Context: an optimization exercise on an open-source flow, tuned for small area, a short achievable clock period and few clock cycles per item. The choices shown serve that exercise and are no tape-out recipe. Function was checked by simulation only, so behaviour that the tests miss may differ from the original. Power figures rest on the tool's default switching activity, not on a simulated workload.

## envelope_engine
module envelope_engine (
    input  wire         clk,
    input  wire         rst,
    input  wire         cmd_valid,
    output wire         cmd_ready,
    input  wire         cmd_check,      
    input  wire [63:0]  cmd_tag,        
    input  wire [31:0]  cmd_gen,        
    input  wire [1:0]   cmd_gen_mode,   
    input  wire [15:0]  cmd_gen_lag,    
    input  wire [3:0]   cmd_fmt,        
    input  wire         cmd_loaded,     
    input  wire         cmd_far,        
    input  wire [63:0]  cmd_pred_res,   
    input  wire         in_valid,
    output wire         in_ready,
    input  wire [63:0]  in_data,
    output wire         res_valid,
    input  wire         res_ready,
    output wire [255:0] res_env,        
    output reg  [4:0]   res_bad         
);
==> flow/config.mk <==
export PLATFORM = sky130hd
export DESIGN_NAME = envelope_engine
export DESIGN_NICKNAME = envelope_engine
export VERILOG_FILES = /design/flow/design.v
export SDC_FILE = /design/flow/constraint.sdc
export NUM_CORES = 4
export LEC_CHECK = 0
export CAP_MARGIN = 20
export CORE_MARGIN = 2
export CORE_UTILIZATION = 50
export PLACE_DENSITY = 0.65
export SETUP_SLACK_MARGIN = 2
export SLEW_MARGIN = 20
==> flow/constraint.sdc <==
create_clock -name core_clock -period 30.0 [get_ports {clk}]
set_input_delay 6.0000 -clock core_clock [delete_from_list [all_inputs] [get_ports {clk}]]
set_output_delay 6.0000 -clock core_clock [all_outputs]
set_load 0.01 [all_outputs]
standard.sh (not shown) runs the stock make flow with config.mk's settings and CLKGATE_MAP_FILE= SYNTH_SCRIPT=/design/flow/synth_recipe.tcl, a recipe that flattens the netlist after the stock synthesis.
==> flow/flow/run.sh <==
#!/bin/bash
set -o pipefail
export BUFFER_PORTS_ARGS="-buffer_cell sky130_fd_sc_hd__buf_1"
bash standard.sh > standard.log 2>&1
Testbench counts at the start, summed over its fixed seeds: cycles 49,824, blocks 96.
Rerun with:
==> flow/flow/run.sh (replaced) <==
#!/bin/bash
set -o pipefail
export BUFFER_PORTS_ARGS="-buffer_cell sky130_fd_sc_hd__buf_1"
bash standard.sh SETUP_SLACK_MARGIN=23 finish > standard.log 2>&1
Outcome:
- The new run ran to the end with no violations
- cell count came out higher by 9.2%
- register-to-register slack loses 0.02 ns
- via count came out higher by 7.5%
- wire length came out higher by 8.3%
- synthesized cell count is unchanged
- setup slack gains 0.25 ns
- combinational power came out higher by 9.7%
- power came out higher by 2.9%
- cell area came out higher by 10%
- worst hold slack loses 0.0067 ns

envelope_engine, a different RTL version from the one above (not shown whole).
For scale: roughly 1700 cells after synthesis, about 350 flip-flops, about 0.021 mm2 of cells after synthesis.
==> flow/config.mk <==
export PLATFORM = sky130hd
export DESIGN_NAME = envelope_engine
export DESIGN_NICKNAME = envelope_engine
export VERILOG_FILES = /design/flow/design.v
export SDC_FILE = /design/flow/constraint.sdc
export NUM_CORES = 4
export LEC_CHECK = 0
export CAP_MARGIN = 20
export CORE_MARGIN = 2
export CORE_UTILIZATION = 54
export CTS_BUF_LIST = sky130_fd_sc_hd__clkbuf_16
export CTS_CLUSTER_DIAMETER = 80
export CTS_CLUSTER_SIZE = 25
export PLACE_DENSITY = 0.68
export SETUP_SLACK_MARGIN = 2
export SLEW_MARGIN = 20
export SYNTH_HIERARCHICAL = 1
export SYNTH_MINIMUM_KEEP_SIZE = 0
==> flow/constraint.sdc <==
create_clock -name core_clock -period 30.0 [get_ports {clk}]
set_input_delay 6.0000 -clock core_clock [delete_from_list [all_inputs] [get_ports {clk}]]
set_output_delay 6.0000 -clock core_clock [all_outputs]
set_load 0.01 [all_outputs]
==> flow/flow/run.sh <==
#!/bin/bash
set -o pipefail
export BUFFER_PORTS_ARGS="-buffer_cell sky130_fd_sc_hd__buf_1"
bash standard.sh REMOVE_ABC_BUFFERS=1 finish > standard.log 2>&1
The first run passed the timing, design-rule and antenna checks.
Testbench counts at the start, summed over its fixed seeds: cycles 49,863, blocks 96.
Edit:
CORE_UTILIZATION = 58   (was 54)
PLACE_DENSITY = 0.72   (was 0.68)
Fmax barely changes. First-iteration DRC count grows by 12%. Clock power went down by 12%. Global-route usage went up by 3.8 points. Cell area decreases by 1.1%.

[afterwards: timing with drivers on the ports]
Ports are ideal in the flow. The routed layouts listed here were re-timed in OpenROAD.
Step 1 sets driving cells, clkbuf_16 on the clock port and buf_2 on the other inputs (assumed; they add their load-dependent delay and slew).
Step 2 adds t to the input delays and takes it off the output delays; t is the mean of the earliest and latest rising clock arrival at the registers after step 1. Input paths then give back, and output paths get back, about the clock's delay inside the block.
Three values: ideal, step 1, step 2; two values: the first two.
run | t (ns) | slack for setup (ns) | worst hold slack (ns) | latest minus earliest clock arrival (ns)
the first run of note 1 | 0.663 | 22.390 / 22.328 / 22.619 | 0.465 / 0.465 / 0.465 | 0.037 / 0.037
the second run of note 1 | 0.642 | 22.642 / 22.582 / 22.597 | 0.458 / 0.458 / 0.458 | 0.046 / 0.046
the first run of note 2 | 0.643 | 22.550 / 22.494 / 22.495 | 0.481 / 0.481 / 0.481 | 0.024 / 0.024
the second run of note 2 | 0.629 | 22.563 / 22.506 / 22.487 | 0.489 / 0.489 / 0.489 | 0.049 / 0.050
After both steps every run listed still meets setup and hold. For the second run of note 2, which loses most, drivers alone change the setup slack by -0.057 ns; drivers and shift together by -0.076 ns.
